This is an optimization exercise on Yosys and OpenROAD, whose aim is small area and a short achievable clock period, not a production implementation.
Function was checked by simulation only, so behaviour that the tests miss may differ from the original.
No driver is modelled on the clock port, so clocking that relies on it looks cheaper here than on a real chip.

<file path="flow/design.v">
module franel_tx (
    input  wire         clk,
    input  wire         rst,         
    input  wire         load,        
    input  wire [3:0]   ftype,       
    input  wire [2:0]   ln,          
    input  wire [31:0]  cf,          
    input  wire [255:0] groups,      
    output wire [39:0]  blk,         
    output wire         blk_valid,
    output wire [2:0]   blk_idx      
);
    reg [3:0]   r_type;
    reg [2:0]   r_ln;
    reg [31:0]  r_cf;
    reg [255:0] r_groups;
    reg         busy;
    reg [2:0]   idx;
    always @(posedge clk) begin
        if (rst) begin
            busy <= 1'b0;
            idx  <= 3'd0;
        end else if (load) begin
            busy <= 1'b1;
            idx  <= 3'd0;
        end else if (busy) begin
            idx  <= idx + 3'd1;
            if (idx == 3'd7) busy <= 1'b0;
        end
        if (load) begin
            r_type   <= ftype;
            r_ln     <= ln;
            r_cf     <= cf;
            r_groups <= groups;
        end
    end
    wire [3:0] seq = r_cf[23:20];
    reg  [311:0] fb;     
    reg  [311:0] sb;     
    reg  [15:0]  crc;
    reg  [30:0]  s;
    reg          k, x;
    integer b, f, j, t;
    always @* begin
        fb = 312'd0;
        for (t = 0; t < 4; t = t + 1) begin
            fb[t]     = r_type[3 - t];
            fb[4 + t] = seq[3 - t];
        end
        for (t = 0; t < 32; t = t + 1)
            fb[8 + t] = r_cf[31 - t];
        for (f = 0; f < 16; f = f + 1)
            for (j = 0; j < 4; j = j + 1)
                for (t = 0; t < 4; t = t + 1)
                    fb[40 + 16*f + 4*j + t] = r_groups[16*f + 4*j + 3 - t];
        crc = 16'hFFFF;
        for (b = 0; b < 296; b = b + 1) begin
            x   = crc[15] ^ fb[b];
            crc = {crc[14:0], 1'b0} ^ (x ? 16'h1021 : 16'h0000);
        end
        for (t = 0; t < 16; t = t + 1)
            fb[296 + t] = crc[15 - t];
        sb = fb;
        s  = {27'h2D5A5A0, 4'd0} | {24'd0, r_ln, seq};
        for (b = 8; b < 312; b = b + 1) begin
            k     = s[30] ^ s[27];
            sb[b] = fb[b] ^ k;
            s     = {s[29:0], k};
        end
    end
    wire [38:0] data = sb[39*idx +: 39];
    assign blk       = {~data[38], data};
    assign blk_valid = busy;
    assign blk_idx   = idx;
endmodule
</file>
<file path="flow/run.sh">
#!/bin/bash
# synth_recipe.tcl (not shown) runs the flow's synth.tcl, then flattens the netlist and writes it again
# the make line also repeats each setting of config.mk as NAME=value (left out here)
make -C /OpenROAD-flow-scripts/flow DESIGN_CONFIG=/design/flow/config.mk WORK_HOME=/design/flow/orfs CLKGATE_MAP_FILE= SYNTH_SCRIPT=/design/flow/synth_recipe.tcl finish
</file>
<file path="flow/config.mk">
export PLATFORM = sky130hd
export DESIGN_NAME = franel_tx
export DESIGN_NICKNAME = franel_tx
export VERILOG_FILES = /design/flow/design.v
export SDC_FILE = /design/flow/constraint.sdc
export NUM_CORES = 4
export LEC_CHECK = 0
export CAP_MARGIN = 20
export CORE_MARGIN = 2
export CORE_UTILIZATION = 40
export SLEW_MARGIN = 20
</file>
<file path="flow/constraint.sdc">
create_clock -name core_clock -period 25.0 [get_ports {clk}]
set_input_delay 5.0000 -clock core_clock [delete_from_list [all_inputs] [get_ports {clk}]]
set_output_delay 5.0000 -clock core_clock [all_outputs]
set_load 0.01 [all_outputs]
</file>
==> impl_metrics.yaml, run 1 <==
status:
  status: "timing/DRC/antenna clean"
placement:
  dp_hpwl_mm: 85.75
  post-place-ws_ps: 2799
  dpl_cell_area_um2: 33030
  io_buffers: 341
  place_congestion: 0.9828
  placed_cells: 3131
grt:
  grt_pass1_wl_mm: 142.1
  grt_max_degree: 95
  grt-ovfl-total: 0
  track_usage: 0.2794
  antenna_found_initial: 8
  grt_pass1_vias: 17460
sta:
  whs_ps: 617.8
  setup_viol: 0
  tns_ps: 0
  maxSlewHeadroom: 0.3621
  worst_pin_slew_ps: 956.9
  slew_violations: 0
  fin_ws_ps: 1957
  min_period_ps: 23040
  finalCritPeriodShare: 0.9217
  skew_ps: 0.5367
  hold_viol: 0
  fmax_ghz: 0.04340
  rsz0062_at_grt: "no"
routing:
  topRoutingLayerUsed: "met5"
  met1_length_mm: 45.32
  met3WireLength_mm: 10.05
  drt_iter0_drc: 2428
  totalWireLength_mm: 103.5
  route.met2.wl_mm: 46.02
  dr.pass1.iters: 5
  ant_nets: 0
  drc: 0
  routed_via_density: 5.404
  post_drt_wl_per_cell_um: 32.43
  vias: 17250
floorplanning:
  core_um2: 70390
  chipHeight_um: 271.2
  start_util: 0.4057
  dieArea_um2: 73540
  die_w_um: 271.2
  rows: 97
  ios: 342
cts:
  root_buffer: "clkbuf_16"
  clkTransAtPathRegs_ps: 60
  tritoncts: "yes"
  cts_setup_buffers: 0
  cts_resized: 0
  numCtsBuffers: 34
  cts-htree-levels: 2
  clk_latency_ps: 550
  cts_hold_buf: 0
  clk_path_buf_depth: 3
  clock_sinks: 299
synth:
  synth_ff_type: "edfxtp_1"
  synthesis.nets: 2198
  synth-seq-cells: 299
  synth_async_sr_flop_share: 0
  synth_seq_area_share: 0.3130
  yosysUniqueCellTypes: 45
  syn_area_per_cell_um2: 15.05
  synth_warnings: 1
  synth_area_leaders: "edfxtp_1, xnor3_1, xnor2_1"
  synth_top_area_share: 0.3102
  yosys.area.top_type: "edfxtp_1"
  netlist_area_um2: 28560
  synth_enable_flop_cells: 295
  syn_inst: 1898
critical_path:
  cp_slowest_cell: "xor3_1"
  path_class: "flip-flop to output port"
  cp_max_fo: 20
  startpoint: "r_cf[23]$_DFFE_PP_"
  path_common_cell: "xnor3_1"
  cp.required_ps: 20000
  cp_top_family: "XOR/XNOR gates"
  rrSetupSlack_ps: 23300
  critPathLaunchType: "flip-flop"
  r2r-start: "idx[1]$_SDFFE_PP0P_"
  r2r_end: "idx[2]$_SDFFE_PP0P_"
  cp_slowest_stage_delay_ps: 830
  ff2ff_path_depth: 4
  endpoint_kind: "output port"
  cp_data_arrival_time_ps: 18040
  cp_num_buf_inv: 2
min_path:
  worstHoldStart: "busy$_SDFF_PP0_"
  min_to: "busy$_SDFF_PP0_"
  hp-class: "flip-flop to flip-flop"
  holdPathStages: 2
layout:
  final_cell_area_um2: 34060
  n_antenna_cell: 0
  layout-drive-gt1-share: 0.09636
  finalCoreUtilization: 0.4839
  nNetsFinal: 2527
  area_growth_pct: 19.29
  final_cells: 3192
run:
  cap_violations: 0
==> how the worst max path moves through the flow <==
stage	end	cells after the start
CTS	blk[32]	36
global route	blk[32]	36
global placement	blk[32]	36
finish	blk[32]	36
detailed placement	blk[32]	36
floorplan	blk[32]	34
==> routing by layer <==
layer / track usage / up-vias
met4: 0.05856 / 8
met1: 0.4107 / 8852
met2: 0.4223 / 939
met5: 0 / -
li1: - / 7348
met3: 0.06563 / 104
==> cells in the mapped netlist, types with 2 or more instances <==
library cell  count
mux2_2            2
a21oi_1          54
xor2_1          238
ha_1              2
o21a_1            2
clkbuf_1         36
xor3_2            9
xnor3_1         313
nor2b_1           3
xor2_2           10
o31a_1            3
buf_4             6
o221ai_1          3
a211oi_1         19
mux4_2           38
mux2i_1          15
o21ai_0          37
xnor3_2          32
nand2_1          37
edfxtp_1        295
inv_1            18
buf_1            19
o22ai_1           7
nor3_1            4
xor3_1           55
xnor2_2          38
o211ai_1          7
buf_2             4
a221oi_1          4
xnor2_1         496
xnor2_4          12
nor2_1           62
nand2b_1          3
dfxtp_1           4
==> worst register-to-register path, delay by kind of cell, from the launching register on <==
kind | cells | cell delay, ps
adder cells (fa/ha/maj) | 2 | 540
AND/OR/NAND/NOR | 1 | 60
flip-flops | 1 | 810
multiplexers | 1 | 150
==> cells by family (layout without fill, tap and decap cells) <==
group,count (synthesis),count (layout),synth area share
buffers and inverters,84,438,0.01201
multiplexers,55,55,0.03602
adder cells (fa/ha/maj),2,2,0.0008762
AND/OR/NAND/NOR,111,111,0.01542
XOR/XNOR,1205,1205,0.5931
AO/OA/AOI/OAI,142,142,0.02953
flip-flops,299,299,0.3130
==> flip-flops by register name, summed over array words and instances (netlist names) <==
register	count
r_cf	32
r_type	4
r_groups	256
r_ln	3
busy	1
idx	3
==> cell usage in the layout, fill, tap and decap left out, types with 12 or more instances in the layout <==
master,synthesis,routed
o21ai_0,37,37
xnor2_1,496,496
xnor2_4,12,12
nor2_1,62,62
clkdlybuf4s50_1,0,340
inv_1,18,18
a211oi_1,19,19
xnor3_1,313,313
nand2_1,37,37
edfxtp_1,295,295
xor2_1,238,236
a21oi_1,54,54
xnor2_2,38,38
buf_4,6,17
xor3_1,55,55
xnor3_2,32,32
mux4_2,38,38
xor2_2,10,12
clkbuf_16,0,34
mux2i_1,15,15
==> cell type report <==
cell class	count	area [µm²]
fill	6148	36330
clock buffer	41	877.1
multi-input combinational	1515	19290
sequential	299	8947
clock inverter	20	156.4
inverter	19	71.32
timing repair buffer	358	3546
tap	940	1176
==> run 2, diff against run 1 <==
==> flow/design.v (replaced) <==
module franel_tx (
    input  wire         clk,
    input  wire         rst,         
    input  wire         load,        
    input  wire [3:0]   ftype,       
    input  wire [2:0]   ln,          
    input  wire [31:0]  cf,          
    input  wire [255:0] groups,      
    output wire [39:0]  blk,         
    output wire         blk_valid,
    output wire [2:0]   blk_idx      
);
    integer b, t;
    wire [3:0] seq_in = cf[23:20];
    reg  [295:0] fi;                 
    always @* begin
        for (t = 0; t < 4; t = t + 1) begin
            fi[t]     = ftype[3 - t];
            fi[4 + t] = seq_in[3 - t];
        end
        for (t = 0; t < 32; t = t + 1)
            fi[8 + t] = cf[31 - t];
        for (t = 0; t < 256; t = t + 1)
            fi[40 + t] = groups[(t & ~3) + 3 - (t & 3)];
    end
    reg [30:0] s0;
    reg [30:0] k0;                   
    reg        k1;
    integer    i1;
    always @* begin
        s0 = {27'h2D5A5A0, 4'd0} | {24'd0, ln, seq_in};
        for (i1 = 0; i1 < 31; i1 = i1 + 1) begin
            k1     = s0[30] ^ s0[27];
            k0[i1] = k1;
            s0     = {s0[29:0], k1};
        end
    end
    reg         busy;
    reg  [2:0]  idx;
    reg  [39:0] br;                  
    reg  [256:0] d;                  
    reg  [30:0] s;                   
    reg  [15:0] cr;                  
    reg [38:0] v;                    
    reg [30:0] sn;
    reg [15:0] g, ci, co;
    reg [38:0] w;                    
    reg [22:0] r0;                   
    reg [30:0] kc;                   
    reg [38:0] nb;
    reg        x, kk;
    always @* begin
        sn = s;
        for (b = 0; b < 39; b = b + 1) begin
            kk   = sn[30] ^ sn[27];
            v[b] = kk;
            sn   = {sn[29:0], kk};
        end
        r0 = br[22:0];
        kc = 31'h2D5A5A00;
        for (b = 8; b < 23; b = b + 1) begin
            kk    = kc[30] ^ kc[27];
            r0[b] = br[b] ^ kk;
            kc    = {kc[29:0], kk};
        end
        g = 16'hFFFF;
        for (b = 0; b < 23; b = b + 1) begin
            x = g[15] ^ r0[b];
            g = {g[14:0], 1'b0} ^ (x ? 16'h1021 : 16'h0000);
        end
        for (b = 0; b < 16; b = b + 1)
            w[b] = br[23 + b] ^ s[15 - b];
        w[38:16] = d[22:0];
        ci = (idx == 3'd0) ? g : cr;
        co = ci;
        for (b = 0; b < 39; b = b + 1) begin
            x  = co[15] ^ w[b];
            co = {co[14:0], 1'b0} ^ (x ? 16'h1021 : 16'h0000);
        end
        nb = d[38:0];
        if (idx == 3'd6)
            for (b = 0; b < 16; b = b + 1)
                nb[23 + b] = co[15 - b];
        nb = nb ^ v;
    end
    reg [38:0] b0;
    integer    i2;
    always @* begin
        b0 = fi[38:0];
        for (i2 = 8; i2 < 39; i2 = i2 + 1)
            b0[i2] = fi[i2] ^ k0[i2 - 8];
    end
    always @(posedge clk) begin
        if (rst)
            busy <= 1'b0;
        else if (load)
            busy <= 1'b1;
        else if (idx == 3'd7)
            busy <= 1'b0;
        idx <= load ? 3'd0 : idx + 3'd1;
        if (load) begin
            br <= {~b0[38], b0};
            s  <= s0;
        end else begin
            br <= {~nb[38], nb};
            s  <= sn;
        end
        cr <= co;
        d[217:0]   <= load ? fi[256:39] : d[256:39];
        d[256:218] <= fi[295:257];
    end
    assign blk       = br;
    assign blk_valid = busy;
    assign blk_idx   = idx;
endmodule
==> run 2 against run 1 <==
Effect of this change:
- die area is 50% lower
- count of clock-buffer cells in the layout is 21 higher
- largest cell class is now registers
- first-iteration DRC count is 84% lower
- highest routed layer unchanged
- synthesized area is 51% lower
==> impl_metrics.yaml, run 2 <==
cts:
  root_buffer: "clkbuf_16"
  cts_resized: 0
  tritoncts: "yes"
  cts-htree-levels: 2
  cts_hold_buf: 0
  clk_latency_ps: 520
  cts_setup_buffers: 0
  numCtsBuffers: 38
  clk_path_buf_depth: 3
  clkTransAtPathRegs_ps: 60
  clock_sinks: 348
critical_path:
  cp_slowest_cell: "buf_4"
  critPathLaunchType: "input port"
  r2r_end: "br[33]$_DFF_P_"
  ff2ff_path_depth: 12
  r2r-start: "br[3]$_DFF_P_"
  rrSetupSlack_ps: 19260
  cp_max_fo: 124
  startpoint: "load"
  path_class: "input port to flip-flop"
  cp_data_arrival_time_ps: 7240
  cp_slowest_stage_delay_ps: 870
  cp.required_ps: 25400
  endpoint_kind: "flip-flop"
  path_cells: "buf_8 > buf_4 > nor2_1 > a221o_1"
sta:
  worst_pin_slew_ps: 1020
  setup_viol: 0
  finalCritPeriodShare: 0.2738
  fmax_ghz: 0.1461
  tns_ps: 0
  maxSlewHeadroom: 0.3197
  fin_ws_ps: 18160
  hold_viol: 0
  skew_ps: 9.954
  min_period_ps: 6844
  whs_ps: 451.2
  slew_violations: 0
  rsz0062_at_grt: "no"
min_path:
  holdPathStages: 1
  worstHoldStart: "d[64]$_DFF_P_"
  min_to: "d[25]$_DFF_P_"
  hp-class: "flip-flop to flip-flop"
synth:
  synth_top_area_share: 0.4948
  synth_area_leaders: "dfxtp_1, mux2_2, xnor2_1"
  synth_enable_flop_cells: 0
  syn_area_per_cell_um2: 12.94
  synth_warnings: 1
  synthesis.nets: 1390
  synth_seq_area_share: 0.4948
  yosysMostFrequentCell: "dfxtp_1"
  synth_ff_type: "dfxtp_1"
  netlist_top_cells_count: "dfxtp_1, mux2_2, xnor2_1"
  yosysUniqueCellTypes: 46
  syn_inst: 1088
  synth_async_sr_flop_share: 0
  synth-seq-cells: 348
  netlist_area_um2: 14080
  yosys.area.top_type: "dfxtp_1"
layout:
  reg.largest.list: "d: 257 flops, br: 40 flops, s: 31 flops"
  layout-drive-gt1-share: 0.2102
  largest-register: "d"
  nNetsFinal: 1727
  largest_reg_flops: 257
  area_growth_pct: 35.99
  mostFrequentLayoutCells: "dfxtp_1, clkdlybuf4s50_1, mux2_2, xnor2_1, xor2_1"
  finalCoreUtilization: 0.5529
  layout_commonest_cell: "dfxtp_1"
grt:
  grt_pass1_vias: 9179
  track_usage: 0.2095
  use_met3: 0.07290
  grt_max_degree: 125
  grt.met1_usage: 0.2546
  grt_pass1_wl_mm: 56.46
  grt-ovfl-total: 0
  antenna_found_initial: 7
  grt.busiest_layer: "met2"
  grtUsageMet2: 0.3528
routing:
  ant_nets: 0
  post_drt_wl_per_cell_um: 20.23
  vias: 8737
  dr.pass1.iters: 5
  routed_via_density: 4.579
  totalWireLength_mm: 38.60
  drc: 0
  drt_iter0_drc: 378
floorplanning:
  chipHeight_um: 191.6
  dieArea_um2: 36720
  ios: 342
  core_um2: 34630
  rows: 68
  start_util: 0.4066
  die_w_um: 191.6
placement:
  post-place-ws_ps: 17590
  place_congestion: 0.8809
  io_buffers: 341
  dp_hpwl_mm: 30.71
status:
  status: "timing/DRC/antenna clean"
run:
  cap_violations: 0
## run 2: cell count changes after synthesis, sizes merged, moves of 17 or more
cell and change:
a211oi -19, a21oi -37, buf -17, dfxtp +344
edfxtp -295, mux2 +220, mux4 -38, nor2 -34
xnor2 -408, xnor3 -301, xor2 -166, xor3 -56
## run 2: how the worst max path moves through the flow
stage,endpoint,depth (start not counted)
floorplan,br[12]$_DFF_P_,5
global placement,br[33]$_DFF_P_,4
global route,br[33]$_DFF_P_,4
finish,br[33]$_DFF_P_,4
CTS,br[33]$_DFF_P_,4
detailed placement,br[33]$_DFF_P_,4
## run 2: cells by family after synthesis
kind of cell	Yosys count	synth area share
multiplexers	241	0.1913
AO/OA/AOI/OAI	60	0.02435
flip-flops	348	0.4948
AND/OR/NAND/NOR	108	0.03830
buffers and inverters	53	0.01591
adder cells (fa/ha/maj)	4	0.003555
XOR/XNOR	274	0.2318
## run 2: final cells by class
class                   instances  area, µm²
multi-input cells             687       6889
well taps                     455      569.3
repair buffers                346       3456
flip-flops and latches        348       6967
clock inverters                 4      63.81
clock buffers                  62       1182
diodes                          2      5.005
fillers                      2927      15480
inverters                       4      15.01
## run 2: metal layers
metal	vias up	routed length, µm
met4	8	780
met1	4038	15970
met5	-	53
met2	282	18530
met3	57	3268
li1	4352	-
## run 2: stage by stage
stage          std cells  area [µm²]
2_1_floorplan       1088       14080
3_3_place_gp        1840       17900
3_5_place_dp        1840       17900
4_1_cts             1906       19140
5_1_grt             1906       19140
6_report            1908       19150
## run 2: critical path: cells and delay by family
| family | cells | cell delay [ps] |
|---|---|---|
| buf+inv | 2 | 1460 |
| compound gates | 1 | 380 |
| simple gates | 1 | 310 |
==> run 3, diff against run 2 <==
--- a/flow/design.v
+++ b/flow/design.v
@@ -39,5 +39,6 @@
     reg  [2:0]  idx;
     reg  [39:0] br;                  
-    reg  [256:0] d;                  
+    localparam [256:0] POL = {{62{1'b0}}, {39{1'b1}}, {39{1'b0}}, {39{1'b1}}, {39{1'b0}}, {39{1'b1}}};
+    reg  [256:0] d;
     reg  [30:0] s;                   
     reg  [15:0] cr;                  
@@ -46,4 +47,6 @@
     reg [15:0] g, ci, co;
     reg [38:0] w;                    
+    reg [38:0] q;
+    reg [22:0] qg;
     reg [22:0] r0;                   
     reg [30:0] kc;                   
@@ -64,19 +67,37 @@
             kc    = {kc[29:0], kk};
         end
-        g = 16'hFFFF;
         for (b = 0; b < 23; b = b + 1) begin
-            x = g[15] ^ r0[b];
-            g = {g[14:0], 1'b0} ^ (x ? 16'h1021 : 16'h0000);
+            x = r0[b];
+            if (b < 16)  x = x ^ 1'b1;
+            if (b >= 4)  x = x ^ qg[b - 4];
+            if (b >= 11) x = x ^ qg[b - 11];
+            if (b >= 16) x = x ^ qg[b - 16];
+            qg[b] = x;
+        end
+        for (b = 0; b < 16; b = b + 1) begin
+            x = qg[22 - b];
+            if (b >= 5)  x = x ^ qg[27 - b];
+            if (b >= 12) x = x ^ qg[34 - b];
+            g[b] = x;
         end
         for (b = 0; b < 16; b = b + 1)
             w[b] = br[23 + b] ^ s[15 - b];
-        w[38:16] = d[22:0];
+        w[38:16] = ~d[22:0];
         ci = (idx == 3'd0) ? g : cr;
-        co = ci;
         for (b = 0; b < 39; b = b + 1) begin
-            x  = co[15] ^ w[b];
-            co = {co[14:0], 1'b0} ^ (x ? 16'h1021 : 16'h0000);
+            x = w[b];
+            if (b < 16)  x = x ^ ci[15 - b];
+            if (b >= 4)  x = x ^ q[b - 4];
+            if (b >= 11) x = x ^ q[b - 11];
+            if (b >= 16) x = x ^ q[b - 16];
+            q[b] = x;
         end
-        nb = d[38:0];
+        for (b = 0; b < 16; b = b + 1) begin
+            x = q[38 - b];
+            if (b >= 5)  x = x ^ q[43 - b];
+            if (b >= 12) x = x ^ q[50 - b];
+            co[b] = x;
+        end
+        nb = ~d[38:0];
         if (idx == 3'd6)
             for (b = 0; b < 16; b = b + 1)
@@ -107,5 +128,5 @@
         end
         cr <= co;
-        d[217:0]   <= load ? fi[256:39] : d[256:39];
+        d[217:0]   <= load ? fi[256:39] ^ POL[217:0] : d[256:39] ^ POL[217:0] ^ POL[256:39];
         d[256:218] <= fi[295:257];
     end
==> flow/flow/run.sh (new file) <==
#!/bin/bash
# Layout: the standard flow, with two changes to how it is made:
#  - the port buffers are sky130_fd_sc_hd__buf_1 instead of the flow's default pick;
#  - after CTS, repair_timing is asked for more setup slack than the clock period needs
#    (post_cts.tcl), so the critical paths are sized and buffered.
set -euo pipefail
here=$(pwd)
export BUFFER_PORTS_ARGS="-buffer_cell sky130_fd_sc_hd__buf_1"
export POST_CTS_TCL="$here/flow/post_cts.tcl"
export MY_SETUP_MARGIN=19.0
export MY_TNS=0
bash standard.sh > "$here/standard_flow.log" 2>&1
==> flow/flow/post_cts.tcl (new file) <==
# Sourced by ORFS's cts.tcl after its own repair: push setup timing past the 25 ns
# target (worst path only), then legalise the placement again.
repair_timing -setup -setup_margin $::env(MY_SETUP_MARGIN) -repair_tns $::env(MY_TNS) -verbose
detailed_placement
check_placement -verbose
==> flow/standard.sh (new file) <==
#!/bin/bash
# synth_recipe.tcl (not shown) runs the flow's synth.tcl, then flattens the netlist and writes it again
# the make line also repeats each setting of config.mk as NAME=value (left out here)
make -C /OpenROAD-flow-scripts/flow DESIGN_CONFIG=/design/flow/config.mk WORK_HOME=/design/flow/orfs CLKGATE_MAP_FILE= SYNTH_SCRIPT=/design/flow/synth_recipe.tcl "${@:-finish}"
--- a/flow/config.mk
+++ b/flow/config.mk
@@ -8,4 +8,5 @@
 export CAP_MARGIN = 20
 export CORE_MARGIN = 2
-export CORE_UTILIZATION = 40
+export CORE_UTILIZATION = 65
+export CTS_BUF_LIST = sky130_fd_sc_hd__clkbuf_8
 export SLEW_MARGIN = 20
removed: flow/run.sh
==> run 3 against run 2 <==
Effect of this change:
- fmax is 12% higher
- sequential share of layout area is 6.6 points higher
- flip-flop and latch count stayed put
- synthesized area is 4.1% lower
- critical path depth is 1 higher
- core utilization is 25 points higher
- final cell count is 3.5% lower
- non-clock buffer count is 15 higher
- routed wire length is 6.4% lower
==> impl_metrics.yaml, run 3 <==
status:
  status: "timing/DRC/antenna clean"
sta:
  fin_ws_ps: 18890
  slew_violations: 0
  fmax_ghz: 0.1638
  whs_ps: 394.4
  finalCritPeriodShare: 0.2443
  worst_pin_slew_ps: 759.6
  skew_ps: 24.86
  rsz0062_at_grt: "no"
  maxSlewHeadroom: 0.4900
  tns_ps: 0
  hold_viol: 0
  setup_viol: 0
  min_period_ps: 6107
placement:
  dp_hpwl_mm: 26.86
  place_congestion: 0.9465
  io_buffers: 341
  post-place-ws_ps: 17120
  dpl_cell_area_um2: 14970
synth:
  synth-seq-cells: 348
  synth_top_area_share: 0.5162
  synth_warnings: 1
  syn_area_per_cell_um2: 11.65
  synth_enable_flop_cells: 0
  synth_async_sr_flop_share: 0
  yosys.area.top_type: "dfxtp_1"
  netlist_area_um2: 13500
  yosysMostFrequentCell: "dfxtp_1"
  netlist_top_cells_count: "dfxtp_1, xnor2_1, mux2i_1"
  syn_inst: 1159
  yosysUniqueCellTypes: 37
  synthesis.nets: 1461
  synth_area_leaders: "dfxtp_1, mux2i_1, xnor2_1"
  synth_ff_type: "dfxtp_1"
  synth_seq_area_share: 0.5162
layout:
  nNetsFinal: 1827
  layout-drive-gt1-share: 0.1370
  register_area_um2: 7030
  layout_commonest_cell: "dfxtp_1"
  mostFrequentLayoutCells: "dfxtp_1, buf_1, xnor2_1, mux2i_1, nand2_1"
  largest-register: "d"
  largest_reg_flops: 257
  reg.largest.list: "d: 257 flops, br: 40 flops, s: 31 flops"
  multi_input_area_um2: 6307
  final_cell_area_um2: 16370
  nFillCells: 1301
  area_growth_pct: 21.26
floorplanning:
  chipHeight_um: 148.1
  die_w_um: 148.1
  core_um2: 20300
  dieArea_um2: 21930
  ios: 342
  start_util: 0.6649
  rows: 52
routing:
  vias: 9377
  totalWireLength_mm: 36.11
  drc: 0
  routed_via_density: 5.093
  ant_nets: 0
  dr.pass1.iters: 5
  drt_iter0_drc: 486
  post_drt_wl_per_cell_um: 19.61
critical_path:
  cp_slowest_stage_delay_ps: 340
  cp_max_fo: 63
  cp.required_ps: 25450
  rrSetupSlack_ps: 19610
  cp_slowest_cell: "buf_16"
  critPathLaunchType: "input port"
  cp_data_arrival_time_ps: 6560
  path_class: "input port to flip-flop"
  r2r-start: "br[2]$_DFF_P_"
  endpoint_kind: "flip-flop"
  ff2ff_path_depth: 14
  path_cells: "buf_8 > buf_16 > buf_16 > nor2_1 > a221o_1"
  r2r_end: "br[30]$_DFF_P_"
  path_common_cell: "buf_16"
min_path:
  hp-class: "flip-flop to flip-flop"
  worstHoldStart: "d[46]$_DFF_P_"
  holdPathStages: 1
  min_to: "d[7]$_DFF_P_"
cts:
  clk_latency_ps: 580
  clkTransAtPathRegs_ps: 60
  tritoncts: "yes"
  clock_sinks: 348
grt:
  grt_pass1_wl_mm: 53.32
  antenna_found_initial: 9
  track_usage: 0.3253
  grt_pass1_vias: 9670
  grt_max_degree: 117
  grt-ovfl-total: 0
run:
  cap_violations: 0
run 3: cell types whose count changed in the layout (fill, tap and decap cells not counted), moves of 13 or more:
| cell | before | now |
|---|---|---|
| clkdlybuf4s50_1 | 340 | 0 |
| buf_1 | 0 | 298 |
| mux2_2 | 222 | 31 |
| mux2i_1 | 18 | 127 |
| nand2_1 | 34 | 120 |
| o21ai_0 | 30 | 110 |
| clkbuf_8 | 12 | 65 |
| clkbuf_16 | 39 | 2 |
| clkbuf_2 | 0 | 31 |
| dfxtp_1 | 348 | 317 |
| inv_1 | 4 | 28 |
| dfxtp_2 | 0 | 21 |
| buf_4 | 5 | 18 |
run 3: area by class of cell:
class	count	area share
antenna	9	0.001376
inverter	8	0.002064
multi-input combinational	752	0.3854
clock buffer	65	0.05466
tap	270	0.02064
sequential	348	0.4296
clock inverter	27	0.007492
timing repair inverter	1	0.0003058
timing repair buffer	361	0.09847
run 3: routing by layer:
| layer | vias up | global-route usage | part of all wire |
|---|---|---|---|
| li1 | 4598 | - | - |
| met1 | 4329 | 0.3486 | 0.37 |
| met2 | 348 | 0.5949 | 0.52 |
| met3 | 100 | 0.06933 | 0.057 |
| met4 | 2 | 0.1814 | 0.056 |
| met5 | - | 0 | 0.00033 |
run 3: kinds of logic (layout without fill, tap and decap cells):
kind of cell	count (synthesis)	after routing	share of synthesized area
flops	348	348	0.5162
fa+ha+maj	4	4	0.003708
other cells	0	9	0
compound gates	136	136	0.05210
simple gates	178	178	0.05433
mux	158	158	0.1201
xor+xnor	276	276	0.2371
buf+inv	59	462	0.01650
run 3: per-stage QoR:
stage,util,cells
final,0.8062,1841
after global routing,0.8060,1839
after detailed placement,0.7374,1723
after global placement,0.7374,1723
after floorplan,-,1159
run 3: worst max-delay path: cells and delay by family:
family	cells	cell delay (ps)
buffers and inverters	3	990
AO/OA/AOI/OAI	1	320
AND/OR/NAND/NOR	1	160
run 3: worst max path at each step:
stage | depth (start not counted) | from | end
after global placement | 5 | load | br[26]$_DFF_P_
final | 5 | load | br[25]$_DFF_P_
after floorplan | 5 | load | d[100]$_DFF_P_
after global routing | 5 | load | br[23]$_DFF_P_
after detailed placement | 5 | load | br[25]$_DFF_P_
==> run 4, diff against run 3 <==
--- a/flow/design.v
+++ b/flow/design.v
@@ -50,5 +50,4 @@
     reg [22:0] qg;
     reg [22:0] r0;                   
-    reg [30:0] kc;                   
     reg [38:0] nb;
     reg        x, kk;
@@ -60,11 +59,5 @@
             sn   = {sn[29:0], kk};
         end
-        r0 = br[22:0];
-        kc = 31'h2D5A5A00;
-        for (b = 8; b < 23; b = b + 1) begin
-            kk    = kc[30] ^ kc[27];
-            r0[b] = br[b] ^ kk;
-            kc    = {kc[29:0], kk};
-        end
+        r0 = fi[22:0];
         for (b = 0; b < 23; b = b + 1) begin
             x = r0[b];
@@ -84,5 +77,5 @@
             w[b] = br[23 + b] ^ s[15 - b];
         w[38:16] = ~d[22:0];
-        ci = (idx == 3'd0) ? g : cr;
+        ci = cr;
         for (b = 0; b < 39; b = b + 1) begin
             x = w[b];
@@ -127,5 +120,5 @@
             s  <= sn;
         end
-        cr <= co;
+        cr <= load ? g : co;
         d[217:0]   <= load ? fi[256:39] ^ POL[217:0] : d[256:39] ^ POL[217:0] ^ POL[256:39];
         d[256:218] <= fi[295:257];
--- a/flow/config.mk
+++ b/flow/config.mk
@@ -9,4 +9,6 @@
 export CORE_MARGIN = 2
 export CORE_UTILIZATION = 65
-export CTS_BUF_LIST = sky130_fd_sc_hd__clkbuf_8
+export CTS_BUF_LIST = sky130_fd_sc_hd__clkbuf_16
+export CTS_CLUSTER_DIAMETER = 80
+export CTS_CLUSTER_SIZE = 30
 export SLEW_MARGIN = 20
==> run 4 against run 3 <==
Effect of this change:
- core utilization shrank 3.8 points
- worst hold slack improved by 5.0 ps
- count of clock-buffer cells in the layout down 50
- largest cell class unchanged
- fmax is 0.13% lower
==> impl_metrics.yaml, run 4 <==
routing:
  post_drt_wl_per_cell_um: 18.44
  drt_iter0_drc: 499
  drc: 0
  vias: 8528
  totalWireLength_mm: 31.40
  routed_via_density: 5.008
  ant_nets: 0
  dr.pass1.iters: 4
sta:
  tns_ps: 0
  finalCritPeriodShare: 0.2446
  min_period_ps: 6115
  fmax_ghz: 0.1635
  slew_violations: 0
  skew_ps: 25.78
  hold_viol: 0
  maxSlewHeadroom: 0.3095
  setup_viol: 0
  worst_pin_slew_ps: 1033
  fin_ws_ps: 18890
  rsz0062_at_grt: "no"
layout:
  nNetsFinal: 1727
  largest-register: "d"
  largest_reg_flops: 257
  area_growth_pct: 15.05
  mostFrequentLayoutCells: "dfxtp_1, buf_1, mux2i_1, xnor2_1, nand2_1"
  reg.largest.list: "d: 257 flops, br: 40 flops, s: 31 flops"
  multi_input_area_um2: 5914
  register_area_um2: 6968
  final_cells: 1703
  finalCoreUtilization: 0.7682
  layout_commonest_cell: "dfxtp_1"
  nFillCells: 1433
  layout-drive-gt1-share: 0.04972
cts:
  tritoncts: "yes"
  clock_sinks: 348
  clkTransAtPathRegs_ps: 110
  clk_latency_ps: 500
status:
  status: "timing/DRC/antenna clean"
floorplanning:
  die_w_um: 145.9
  dieArea_um2: 21280
  ios: 342
  rows: 51
  chipHeight_um: 145.9
  start_util: 0.6678
  core_um2: 19590
min_path:
  min_to: "d[11]$_DFF_P_"
  hp-class: "flip-flop to flip-flop"
  worstHoldStart: "d[50]$_DFF_P_"
  holdPathStages: 1
synth:
  yosysUniqueCellTypes: 32
  synth-seq-cells: 348
  synth_async_sr_flop_share: 0
  synthesis.nets: 1416
  synth_top_area_share: 0.5326
  syn_inst: 1115
  synth_seq_area_share: 0.5326
  yosysMostFrequentCell: "dfxtp_1"
  synth_ff_type: "dfxtp_1"
  syn_area_per_cell_um2: 11.73
  yosys.area.top_type: "dfxtp_1"
  synth_warnings: 1
  netlist_top_cells_count: "dfxtp_1, mux2i_1, xnor2_1"
  synth_enable_flop_cells: 0
  synth_area_leaders: "dfxtp_1, mux2i_1, xnor2_1"
  netlist_area_um2: 13080
critical_path:
  cp.required_ps: 25430
  cp_slowest_stage_delay_ps: 340
  cp_max_fo: 3
  path_cells: "buf_1 > xor2_2 > xnor2_1 > xnor2_1 > xnor2_1 > xnor2_1 > nand2_1 > o21ai_0"
  r2r_end: "br[25]$_DFF_P_"
  endpoint_kind: "flip-flop"
  ff2ff_path_depth: 9
  critPathLaunchType: "input port"
  path_common_cell: "xnor2_1"
  path_class: "input port to flip-flop"
  r2r-start: "s[12]$_SDFF_PP0_"
  rrSetupSlack_ps: 21190
  cp_slowest_cell: "xnor2_1"
  cp_data_arrival_time_ps: 6540
placement:
  io_buffers: 341
  dp_hpwl_mm: 24.72
  place_congestion: 0.9414
  post-place-ws_ps: 17210
  placed_cells: 1673
grt:
  antenna_found_initial: 9
  use_met3: 0.06207
  grt_max_degree: 92
  grt.met1_usage: 0.3323
  grt_pass1_vias: 8457
  grtUsageMet2: 0.5108
  track_usage: 0.2913
  grt.busiest_layer: "met2"
  grt_pass1_wl_mm: 47.24
  grt-ovfl-total: 0
run:
  cap_violations: 0
run 4: changes by cell type after synthesis, moves of 4 or more:
cell and change:
a21oi_1 +6, nor2_1 +4, nor3_1 -4, o21ai_1 -5
xnor2_1 -10, xor2_1 -16
run 4: worst max-delay path by stage:
stage                     slack [ps]    from  cells after the start              to
after floorplan                18450    load                      5  d[160]$_DFF_P_
after global placement         17240    load                      5  br[26]$_DFF_P_
after detailed placement       17210    load                      5  br[26]$_DFF_P_
after global routing           18720    load                      4  br[35]$_DFF_P_
final                          18890  cf[25]                      8   cr[5]$_DFF_P_
run 4: cell families after synthesis:
family,count (synthesis),synth area share
simple gates,167,0.05050
fa+ha+maj,3,0.002870
flops,348,0.5326
buf+inv,57,0.01645
mux,160,0.1253
compound gates,138,0.05528
xor+xnor,242,0.2170
run 4: metal layers:
metal,share of wire,wire length (µm)
met1,0.37,11660
met2,0.51,16010
met3,0.069,2152
met4,0.050,1570
met5,0.00035,11
run 4: critical path, delay by kind of cell:
kind | cells | cell delay [ps]
AOI/OAI and AO/OA | 1 | 80
xor gates and xnor gates | 5 | 1170
buffers and inverters | 1 | 210
and+or+nand+nor | 1 | 80
run 4: metrics by stage:
step	hold slack, ps	instance area (µm²)
after floorplan	387.5	13080
after global placement	388.8	14530
after detailed placement	392.4	14530
after global routing	415.9	15040
final	399.3	15050
run 4: layout make-up:
type,count,share of cell area
Inverter,4,0.0009977
Clock buffer,15,0.02494
Tap cell,265,0.02203
Sequential cell,348,0.4630
Antenna cell,10,0.001663
Multi-Input combinational cell,710,0.3930
Timing Repair Buffer,347,0.09295
Clock inverter,4,0.001413
==> run 5, diff against run 4 <==
==> flow/flow/run.sh (replaced) <==
#!/bin/bash
# Layout: the standard flow (standard.sh), with these changes to how it is made:
#  - synthesis is the standard flow's synthesis script with one change: abc maps with
#    abc_area_nf.script (my_synth.tcl); registers come from dfflibmap as before;
#  - the port buffers are sky130_fd_sc_hd__buf_1 instead of the flow's default pick;
#  - after CTS, repair_timing is asked for more setup slack than the clock period
#    needs (post_cts.tcl), worst path only, so the critical paths get sized.
set -euo pipefail
here=$(pwd)
export BUFFER_PORTS_ARGS="-buffer_cell sky130_fd_sc_hd__buf_1"
export POST_CTS_TCL="$here/flow/post_cts.tcl"
export MY_SETUP_MARGIN=19.0
export MY_TNS=0
export MY_ABC_SCRIPT="$here/flow/abc_area_nf.script"
bash standard.sh SYNTH_SCRIPT="$here/flow/my_synth.tcl" > "$here/standard_flow.log" 2>&1
grep -q "my_synth: abc" orfs/logs/*/franel_tx/base/1_2_yosys.log
==> flow/flow/abc_area_nf.script (new file) <==
&get -n
&st
&dch -f
&nf -R 1000
&put
==> flow/flow/my_synth.tcl (new file) <==
# The standard synthesis script (synth_recipe.tcl), unchanged except that
# ORFS's abc call maps with the script in MY_ABC_SCRIPT (area-oriented &nf
# with area recovery, no buffering or gate sizing) instead of abc_speed.script.
# Registers are mapped by dfflibmap before abc, so they are the same as the
# standard synthesis's.
proc abc {args} {
  set i [lsearch -exact $args -script]
  if {$i >= 0} { lset args [expr {$i + 1}] $::env(MY_ABC_SCRIPT) }
  puts "my_synth: abc $args"
  yosys abc {*}$args
}
proc synth {args} { yosys synth -nofsm -noshare {*}$args }
source $::env(SCRIPTS_DIR)/synth.tcl
# left out here: clear keep_hierarchy, flatten, clean up, hide names made inside functions, write 1_2_yosys.v
==> run 5 against run 4 <==
Effect of this change:
- highest routed layer is now met4
- largest cell class unchanged
- count of clock-buffer cells in the layout unchanged
- design area decreased by 3.2%
- sequential share of layout area increased by 1.5 points
==> impl_metrics.yaml, run 5 <==
sta:
  tns_ps: 0
  fin_ws_ps: 18690
  min_period_ps: 6307
  finalCritPeriodShare: 0.2523
  worst_pin_slew_ps: 1094
  slew_violations: 0
  whs_ps: 400.0
  hold_viol: 0
  fmax_ghz: 0.1586
  maxSlewHeadroom: 0.2703
  setup_viol: 0
  rsz0062_at_grt: "no"
  skew_ps: 10.43
layout:
  nNetsFinal: 1764
  reg.largest.list: "d: 257 flops, br: 40 flops, s: 31 flops"
  largest-register: "d"
  n_antenna_cell: 0
  final_cells: 1696
  layout_commonest_cell: "dfxtp_1"
  layout-drive-gt1-share: 0.03010
  largest_reg_flops: 257
  mostFrequentLayoutCells: "dfxtp_1, buf_1, xnor2_1, o21ai_0, mux2i_1"
  area_growth_pct: 18.06
synth:
  synthMuxAreaShare: 0.1216
  syn_inst: 1096
  yosys.area_share.simple: 0.05546
  synth_warnings: 1
  netlist_area_um2: 12340
  synth_ff_type: "dfxtp_1"
  yosysUniqueCellTypes: 18
  synth_area_leaders: "dfxtp_1, xnor2_1, mux2i_1"
  synth_async_sr_flop_share: 0
  synth-compound-area-share: 0.06276
  synthesis.nets: 1397
  synth_enable_flop_cells: 0
  netlist_top_cells_count: "dfxtp_1, xnor2_1, o21ai_0"
  synth-seq-cells: 348
  synth-xor-area-share: 0.1917
  syn_area_per_cell_um2: 11.26
  synth_adder_area_share: 0.003042
  synth_top_family_by_area: "XOR/XNOR gates"
  yosys.area.top_type: "dfxtp_1"
  synth_top_area_share: 0.5645
  yosysMostFrequentCell: "dfxtp_1"
  synth_seq_area_share: 0.5645
routing:
  dr.pass1.iters: 5
  post_drt_wl_per_cell_um: 16.34
  vias: 8570
  drt_iter0_drc: 420
  ant_nets: 0
  routed_via_density: 5.053
  drc: 0
  totalWireLength_mm: 27.71
cts:
  tritoncts: "yes"
  clock_sinks: 348
  clkTransAtPathRegs_ps: 110
  clk_latency_ps: 500
run:
  cap_violations: 0
grt:
  grt_pass1_vias: 8398
  grt_max_degree: 98
  grt-ovfl-total: 0
  grt_pass1_wl_mm: 42.60
  track_usage: 0.2722
  antenna_found_initial: 0
critical_path:
  cp_top_family: "XOR/XNOR gates"
  cp_data_arrival_time_ps: 6680
  path_common_cell: "xnor2_2"
  endpoint_kind: "flip-flop"
  critPathLaunchType: "input port"
  path_class: "input port to flip-flop"
  cp_slowest_cell: "xnor2_2"
  path_cells: "buf_1 > xnor2_2 > xnor2_2 > xnor2_2 > xnor2_1 > xnor2_1 > a21oi_1"
  cp.required_ps: 25370
  cp_slowest_stage_delay_ps: 380
  cp_num_buf_inv: 1
  cp_max_fo: 4
status:
  status: "timing/DRC/antenna clean"
floorplanning:
  chipHeight_um: 141.8
  ios: 342
  dieArea_um2: 20100
  die_w_um: 141.8
  rows: 50
  start_util: 0.6619
  core_um2: 18640
min_path:
  hp-class: "flip-flop to flip-flop"
placement:
  dp_hpwl_mm: 20.86
  io_buffers: 341
  place_congestion: 0.9129
  post-place-ws_ps: 16970
  placed_cells: 1675
## run 5: final cells by class
cell class,instances,area [µm²]
Clock buffer,15,375.4
Clock inverter,1,16.27
Fill cell,1359,4074
Inverter,3,11.26
Multi-Input combinational cell,745,5479
Sequential cell,348,6967
Tap cell,234,292.8
Timing Repair Buffer,350,1428
## run 5: through the flow
stage / cell area [µm²] / util
5_1_grt: 14570 / 0.7815
2_1_floorplan: 12340 / -
3_5_place_dp: 13950 / 0.7481
3_3_place_gp: 13950 / 0.7481
6_report: 14570 / 0.7815
## run 5: worst paths after layout
path                  start        endpoint  slack (ps)  cells after the start
max                  cf[20]   cr[8]$_DFF_P_       18690                      7
min           d[71]$_DFF_P_   d[32]$_DFF_P_         400                      1
max reg2reg  br[24]$_DFF_P_  br[32]$_DFF_P_       19870                     15
min reg2reg   d[71]$_DFF_P_   d[32]$_DFF_P_         400                      1
## run 5: cells by family after synthesis
logic type                 after synthesis
buffers and inverters                    3
and+or+nand+nor                        174
muxes                                  147
DFF                                    348
adders and majority gates                3
xor gates and xnor gates               267
AOI/OAI and AO/OA                      154
## run 5: layer usage
| layer | up-vias | GRT usage | wire length, µm |
|---|---|---|---|
| li1 | 4353 | - | - |
| met1 | 3889 | 0.3247 | 10870 |
| met2 | 290 | 0.4903 | 13920 |
| met3 | 38 | 0.06919 | 2233 |
| met4 | 0 | 0.07053 | 677 |
| met5 | - | 0 | 0 |
==> run 6, diff against run 5 <==
--- a/flow/design.v
+++ b/flow/design.v
@@ -41,4 +41,6 @@
     localparam [256:0] POL = {{62{1'b0}}, {39{1'b1}}, {39{1'b0}}, {39{1'b1}}, {39{1'b0}}, {39{1'b1}}};
     reg  [256:0] d;
+    wire [217:0] dld = {218{load}};
+    wire [217:0] dsh = {218{~load & busy}};
     reg  [30:0] s;                   
     reg  [15:0] cr;                  
@@ -113,13 +115,9 @@
             busy <= 1'b0;
         idx <= load ? 3'd0 : idx + 3'd1;
-        if (load) begin
-            br <= {~b0[38], b0};
-            s  <= s0;
-        end else begin
-            br <= {~nb[38], nb};
-            s  <= sn;
-        end
-        cr <= load ? g : co;
-        d[217:0]   <= load ? fi[256:39] ^ POL[217:0] : d[256:39] ^ POL[217:0] ^ POL[256:39];
+        s  <= load ? s0 : sn;
+        br <= ~(({40{load}} & ~{~b0[38], b0}) | ({40{dsh[0]}} & ~{~nb[38], nb}));
+        cr <= ~(({16{load}} & ~g) | ({16{dsh[0]}} & ~co));
+        d[217:0]   <= ~((dld & (fi[256:39] ^ ~POL[217:0])) |
+                        (dsh & (d[256:39] ^ ~(POL[217:0] ^ POL[256:39]))));
         d[256:218] <= fi[295:257];
     end
--- a/flow/flow/run.sh
+++ b/flow/flow/run.sh
@@ -5,5 +5,7 @@
 #  - the port buffers are sky130_fd_sc_hd__buf_1 instead of the flow's default pick;
 #  - after CTS, repair_timing is asked for more setup slack than the clock period
-#    needs (post_cts.tcl), worst path only, so the critical paths get sized.
+#    needs (post_cts.tcl), worst path only, so the critical paths get sized;
+#  - the repair_timing after global routing does the same (SETUP_SLACK_MARGIN,
+#    TNS_END_PERCENT 0), for that stage only.
 set -euo pipefail
 here=$(pwd)
@@ -13,4 +15,7 @@
 export MY_TNS=0
 export MY_ABC_SCRIPT="$here/flow/abc_area_nf.script"
-bash standard.sh SYNTH_SCRIPT="$here/flow/my_synth.tcl" > "$here/standard_flow.log" 2>&1
+bash standard.sh SYNTH_SCRIPT="$here/flow/my_synth.tcl" cts > "$here/standard_flow_to_cts.log" 2>&1
 grep -q "my_synth: abc" orfs/logs/*/franel_tx/base/1_2_yosys.log
+export SETUP_SLACK_MARGIN=19.0
+export TNS_END_PERCENT=0
+bash standard.sh SYNTH_SCRIPT="$here/flow/my_synth.tcl" > "$here/standard_flow_finish.log" 2>&1
==> run 6 against run 5 <==
Effect of this change:
- critical path depth up 1
- non-clock buffer count up 15
- design area up 0.64%
- count of clock-buffer cells in the layout unchanged
- register-to-register slack worse by 310 ps
- final cell count down 5.8%
- worst hold slack better by 2.8 ps
- core utilization up 3.2 points
- still clean
- critical path type unchanged
- flip-flop and latch count unchanged
==> impl_metrics.yaml, run 6 <==
critical_path:
  endpoint_kind: "flip-flop"
  path_class: "input port to flip-flop"
  cp.required_ps: 25380
  r2r_end: "br[32]$_DFF_P_"
  rrSetupSlack_ps: 19560
  cp_data_arrival_time_ps: 6450
  critPathLaunchType: "input port"
  ff2ff_path_depth: 15
  cp_max_fo: 4
  r2r-start: "br[24]$_DFF_P_"
floorplanning:
  core_um2: 18020
  chipHeight_um: 139.6
  die_w_um: 139.6
  start_util: 0.6633
  dieArea_um2: 19500
  ios: 342
  rows: 49
synth:
  synth_ff_type: "dfxtp_1"
  synth_async_sr_flop_share: 0
  syn_inst: 982
  netlist_top_cells_count: "dfxtp_1, xnor2_1, a22oi_1"
  syn_area_per_cell_um2: 12.18
  synth_area_leaders: "dfxtp_1, xnor2_1, a22oi_1"
  synth_top_area_share: 0.5827
  synth_enable_flop_cells: 0
  synth_warnings: 1
  netlist_area_um2: 11960
  synth_seq_area_share: 0.5827
  synth-seq-cells: 348
  yosys.area.top_type: "dfxtp_1"
  synthesis.nets: 1283
  yosysMostFrequentCell: "dfxtp_1"
  yosysUniqueCellTypes: 17
sta:
  maxSlewHeadroom: 0.4220
  tns_ps: 0
  min_period_ps: 6070
  worst_pin_slew_ps: 863.1
  hold_viol: 0
  skew_ps: 15.94
  slew_violations: 0
  setup_viol: 0
  fmax_ghz: 0.1648
  finalCritPeriodShare: 0.2428
  whs_ps: 402.7
  rsz0062_at_grt: "yes"
routing:
  vias: 9188
  post_drt_wl_per_cell_um: 20.58
  routed_via_density: 5.753
  totalWireLength_mm: 32.86
  ant_nets: 0
  dr.pass1.iters: 5
  drc: 0
  drt_iter0_drc: 682
status:
  status: "timing/DRC/antenna clean"
layout:
  largest_reg_flops: 257
  area_growth_pct: 22.63
  nNetsFinal: 1667
  n_antenna_cell: 0
  largest-register: "d"
  reg.largest.list: "d: 257 flops, br: 40 flops, s: 31 flops"
  layout-drive-gt1-share: 0.08406
  layout_commonest_cell: "dfxtp_1"
  mostFrequentLayoutCells: "dfxtp_1, buf_1, xnor2_1, a22oi_1, a2bb2oi_1"
  final_cells: 1597
grt:
  grt_pass1_vias: 8962
  grt-ovfl-total: 0
  antenna_found_initial: 0
  grt_max_degree: 109
  grt_pass1_wl_mm: 47.58
  track_usage: 0.3095
min_path:
  worstHoldStart: "d[141]$_DFF_P_"
  hp-class: "flip-flop to flip-flop"
  min_to: "d[102]$_DFF_P_"
  holdPathStages: 1
cts:
  tritoncts: "yes"
  clkTransAtPathRegs_ps: 110
  clock_sinks: 348
  clk_latency_ps: 520
placement:
  dp_hpwl_mm: 21.58
  placed_cells: 1558
  io_buffers: 341
  place_congestion: 0.9096
run:
  cap_violations: 0
==> run 6: worst max path at each step <==
stage / startpoint / end / slack, ps / cells past startpoint
floorplan: load / br[29]$_DFF_P_ / 11150 / 2
finish: cf[29] / cr[5]$_DFF_P_ / 18930 / 8
detailed placement: load / br[33]$_DFF_P_ / 17270 / 5
global placement: load / br[33]$_DFF_P_ / 17290 / 5
global route: cf[29] / cr[12]$_DFF_P_ / 18880 / 8
==> run 6: worst max-delay path, cell delays in order <==
cell	delay (ps)
buf_2	190
xor2_2	210
xnor2_2	310
xnor2_2	180
xnor2_2	140
buf_4	190
xnor2_4	130
a21oi_1	80
==> run 6: per-layer routing <==
metal / share of wire / track usage / vias up
li1: - / - / 4294
met1: 0.38 / 0.3896 / 4383
met2: 0.50 / 0.5400 / 451
met3: 0.087 / 0.06745 / 60
met4: 0.031 / 0.08737 / 0
met5: 0 / 0 / -
==> run 6: through the flow <==
stage               setup WS, ps  cell area (µm²)    util
floorplan                  11150            11960       -
global placement           17290            13580  0.7535
detailed placement         17270            13580  0.7535
global route               18880            14660  0.8135
finish                     18930            14660  0.8135
==> run 6: cells by family after synthesis <==
logic type / after synthesis / synth area share
DFF: 348 / 0.5827
buffers and inverters: 2 / 0.0006281
AOI/OAI and AO/OA: 294 / 0.1895
and+or+nand+nor: 57 / 0.01852
xor gates and xnor gates: 271 / 0.1997
adders and majority gates: 3 / 0.003140
muxes: 7 / 0.005860
==> run 6: area by class of cell <==
| cell class | instances | area (µm²) |
|---|---|---|
| multi-input cells | 634 | 5334 |
| fillers | 1125 | 3362 |
| repair buffers | 365 | 1644 |
| clock inverters | 4 | 25.02 |
| inverters | 2 | 15.01 |
| clock buffers | 15 | 375.4 |
| flip-flops and latches | 348 | 6983 |
| well taps | 229 | 286.5 |

what the ideal ports hide:
The flow's constraints put no driver on any port. The routed layouts listed below were extracted and timed again, unchanged, in two steps.
Step 1 (the two cells are an assumption about what drives the block):
set clk [get_ports {clk}]
set_driving_cell -lib_cell sky130_fd_sc_hd__clkbuf_16 $clk
set_driving_cell -lib_cell sky130_fd_sc_hd__buf_2 [delete_from_list [all_inputs] $clk]
Step 2, shift: input delay + t, output delay - t, t = (earliest + latest rising clock arrival at the registers) / 2. This alone moves slack from input paths to output paths.
Slacks: no drivers / after step 1 / after step 2; pairs: no drivers / after step 1.
| run | t, ns | setup slack, ns | worst hold slack (ns) | clock arrival spread, ns | worst data-port slew with drivers (ns) |
|---|---|---|---|---|---|
| run 1 | 0.615 | 1.957 / 1.896 / 2.511 | 0.618 / 0.618 / 0.618 | 0.018 / 0.019 | 0.07 |
| run 2 | 0.564 | 18.156 / 18.162 / 17.598 | 0.451 / 0.451 / 0.451 | 0.013 / 0.013 | 0.14 |
| run 3 | 0.607 | 18.893 / 18.861 / 18.275 | 0.394 / 0.394 / 0.394 | 0.024 / 0.025 | 0.11 |
| run 4 | 0.536 | 18.885 / 18.890 / 18.362 | 0.399 / 0.399 / 0.399 | 0.026 / 0.026 | 0.10 |
| run 5 | 0.536 | 18.693 / 18.704 / 18.168 | 0.400 / 0.400 / 0.400 | 0.013 / 0.012 | 0.08 |
| run 6 | 0.558 | 18.930 / 18.898 / 18.394 | 0.403 / 0.403 / 0.403 | 0.019 / 0.019 | 0.08 |
After both steps every run listed still meets setup and hold. For run 3, which loses most, drivers alone change the setup slack by -0.032 ns; drivers and shift together by -0.618 ns.
